This is an optimization exercise on Yosys and OpenROAD, whose aim is small area, not a production implementation. RTL that was checked went through simulation tests only; none was proved equivalent to the original. Power is estimated from default activity; no workload was simulated.

// tm_mon
module tm_mon (
    input  wire        clk,
    input  wire        rst_n,             
    input  wire        smp_vld,           
    input  wire [11:0] code_u,            
    input  wire [11:0] code_v,
    input  wire [11:0] code_w,
    input  wire [15:0] theta,             
    input  wire [15:0] t_cmd,             
    input  wire [15:0] t_ce,              
    input  wire        active,            
    input  wire [47:0] iha_ofs,           
    input  wire [47:0] iha_gain,          
    input  wire [15:0] psi_pm,            
    input  wire [15:0] ld,                
    input  wire [15:0] lq,                
    input  wire [15:0] lq_k,              
    input  wire [3:0]  pole_pairs,
    input  wire [15:0] w_pct,             
    input  wire [15:0] w_abs,             
    input  wire [15:0] cnt_lim,           
    output reg         res_vld,
    output wire [15:0] t_tm,              
    output wire [15:0] i_d,               
    output wire [15:0] i_q,               
    output reg         exc_over,          
    output reg         dis_over,          
    output reg  [15:0] err_cnt,
    output reg         trip               
);
For scale: ~2400 cells after synthesis, ~180 flip-flops, about 370 I/O pins, ~21000 um2 of cells after synthesis.
Settings: LEC_CHECK=0, CAP_MARGIN=20, CORE_MARGIN=2, CORE_UTILIZATION=40, SLEW_MARGIN=20, SYNTH_MEMORY_MAX_BITS=32768; clock period 25.0 ns.
standard.sh (not shown) runs the stock make flow with config.mk's settings and CLKGATE_MAP_FILE= SYNTH_SCRIPT=/design/flow/synth_recipe.tcl, a recipe that flattens the netlist after the stock synthesis.
==> flow/flow/run.sh <==
#!/bin/bash
set -euo pipefail
export BUFFER_PORTS_ARGS="-buffer_cell sky130_fd_sc_hd__buf_1"
bash standard.sh > standard_flow.log 2>&1
Then changed:
==> flow/flow/run.sh (replaced) <==
#!/bin/bash
set -euo pipefail
export BUFFER_PORTS_ARGS="-buffer_cell sky130_fd_sc_hd__buf_1"
export CTS_ARGS="-sink_clustering_enable -repair_clock_nets -sink_clustering_size 10 -sink_clustering_max_diameter 60 -buf_list \"sky130_fd_sc_hd__clkbuf_4 sky130_fd_sc_hd__clkbuf_8\" -dont_use_dummy_load"
bash standard.sh > standard_flow.log 2>&1
Effect: Global-route usage is about the same; wire length barely changes; die area does not change; sequential power hardly moves; first-iteration DRC count climbs by 8.7%; utilization drops by 0.73 points.
Then changed:
==> flow/flow/run.sh (replaced) <==
#!/bin/bash
set -euo pipefail
export BUFFER_PORTS_ARGS="-buffer_cell sky130_fd_sc_hd__buf_1"
export CTS_ARGS="-sink_clustering_enable -repair_clock_nets -buf_list sky130_fd_sc_hd__clkbuf_16 -dont_use_dummy_load"
bash standard.sh > standard_flow.log 2>&1
The changed run went through all stages and came out clean.
Count of clock-buffer cells in the layout does not change.
Power goes up by 1.7%.
Core utilization goes up by 0.37 points.
Setup slack got worse by 0.055 ns.
Cell area rises by 0.84%.
Critical path depth is unchanged.
No run of this note included a check of the RTL's function; only the layout flow was run.

* * *

Another version of the RTL of tm_mon (not shown whole).
Size in the first run: roughly 2300 cells after synthesis, about 190 flip-flops, roughly 370 I/O pins, roughly 20000 sq um of cells after synthesis.
Settings: LEC_CHECK=0, CAP_MARGIN=20, CORE_MARGIN=2, CORE_UTILIZATION=65, SLEW_MARGIN=20, SYNTH_MEMORY_MAX_BITS=32768; clock period 25.0 ns.
==> flow/flow/run.sh <==
#!/bin/bash
set -euo pipefail
export BUFFER_PORTS_ARGS="-buffer_cell sky130_fd_sc_hd__buf_1"
export CTS_ARGS="-sink_clustering_enable -repair_clock_nets -buf_list sky130_fd_sc_hd__clkbuf_16 -dont_use_dummy_load"
bash standard.sh > standard_flow.log 2>&1
The baseline produced a clean layout.
Next try:
--- a/flow/flow/run.sh
+++ b/flow/flow/run.sh
@@ -3,2 +3,3 @@
 export BUFFER_PORTS_ARGS="-buffer_cell sky130_fd_sc_hd__buf_1"
+export RECOVER_POWER=100
 export CTS_ARGS="-sink_clustering_enable -repair_clock_nets -buf_list sky130_fd_sc_hd__clkbuf_16 -dont_use_dummy_load"
CORE_UTILIZATION = 40   (was 65)
The new run completed and failed the layout checks on max-capacitance violations, max-slew violations. Non-clock buffer count rises by 4. Clock-buffer cell count does not change. Setup slack is worse by 0.52 ns. Combinational power fell by about 8%. Die area is higher by about 60%.
Next try:
==> flow/flow/run.sh (replaced) <==
#!/bin/bash
set -euo pipefail
export BUFFER_PORTS_ARGS="-buffer_cell sky130_fd_sc_hd__buf_1"
export CTS_ARGS="-sink_clustering_enable -repair_clock_nets -buf_list sky130_fd_sc_hd__clkbuf_16 -dont_use_dummy_load"
bash standard.sh > standard_flow.log 2>&1
Effect: The new run produced a clean layout. Count of clock-buffer cells in the layout stays the same. Hold slack stays flat. Routed wire length is about the same. Maximum frequency is higher by 6.1%. Worst setup slack improves by 1.3 ns. Non-clock buffer count does not change.

* * *

05-19:
Another version of the RTL of tm_mon (not shown whole).
For scale: about 2400 cells after synthesis, about 20000 µm² of cells after synthesis.
clock: 25.0 ns
lec_check: 0
cap_margin: 0
core_margin: 2
core_utilization: 40
slew_margin: 0
synth_memory_max_bits: 32768
==> flow/flow/run.sh <==
#!/bin/bash
set -euo pipefail
export BUFFER_PORTS_ARGS="-buffer_cell sky130_fd_sc_hd__buf_1"
export CTS_ARGS="-sink_clustering_enable -repair_clock_nets -buf_list sky130_fd_sc_hd__clkbuf_16 -dont_use_dummy_load"
bash standard.sh > standard_flow.log 2>&1
Relative to 05-19, the following input files were edited for 06-17:
-- flow/config.mk --
<<< 05-19, line 8
export CAP_MARGIN = 0
>>> 06-17, line 8
export CAP_MARGIN = 20
<<< 05-19, line 11
export SLEW_MARGIN = 0
>>> 06-17, line 11
export SLEW_MARGIN = 20
--- outcome ---
- Diff 05-19 -> 06-17: footprint of the multi-input gates ~0 delta, register-to-register slack -0.13 ns, instance area at placement ~0 delta, share of cell area taken by flip-flops and latches ~0 delta, sequential area share after synthesis ~0 delta.
- Compared with 05-19, 06-17 degrades power.
- 05-19 -> 06-17: post-synthesis net count delta 0, exact match
- Changes observed in 06-17 relative to 05-19: half-perimeter wire length after placement roughly the same; routed wire length roughly the same; power density over the cells higher.

[what the ideal ports hide]
In the flow no input, the clock included, has a driving cell. The finished layouts below were timed again as built, in two steps.
Step 1 sets driving cells, clkbuf_16 on the clock port and buf_2 on the other inputs (assumed; they add their load-dependent delay and slew).
Step 2 times the ports against the registers' clock, not the clock port: input delays grow and output delays shrink by t, the midpoint of the rising clock arrivals with the driver on.
Slacks: ideal / step 1 / step 2; pairs: ideal / step 1.
run	shift t [ns]	slack for setup (ns)	hold slack, ns	clock arrival spread, ns	worst register clock-pin slew, ns
the first run of note 1	0.537	3.072 / 3.098 / 2.561	0.496 / 0.496 / 0.496	0.014 / 0.014	0.09 / 0.09
the second run of note 1	0.589	3.158 / 3.181 / 2.591	0.498 / 0.498 / 0.498	0.043 / 0.043	0.12 / 0.12
the third run of note 1	0.530	3.103 / 3.130 / 2.600	0.492 / 0.492 / 0.492	0.027 / 0.026	0.08 / 0.08
the first run of note 2	0.514	3.695 / 3.695 / 3.313	0.504 / 0.504 / 0.504	0.029 / 0.029	0.08 / 0.08
the second run of note 2	0.551	3.173 / 3.173 / 3.173	0.497 / 0.497 / 0.497	0.032 / 0.031	0.08 / 0.08
the third run of note 2	0.546	4.435 / 4.469 / 3.924	0.499 / 0.499 / 0.499	0.033 / 0.033	0.08 / 0.08
05-19	0.544	4.142 / 4.179 / 3.634	0.491 / 0.491 / 0.491	0.027 / 0.027	0.08 / 0.08
06-17	0.546	4.069 / 4.109 / 3.562	0.497 / 0.497 / 0.497	0.033 / 0.033	0.08 / 0.08
For the second run of note 1, which loses most, drivers alone change the setup slack by +0.023 ns; drivers and shift together by -0.567 ns.
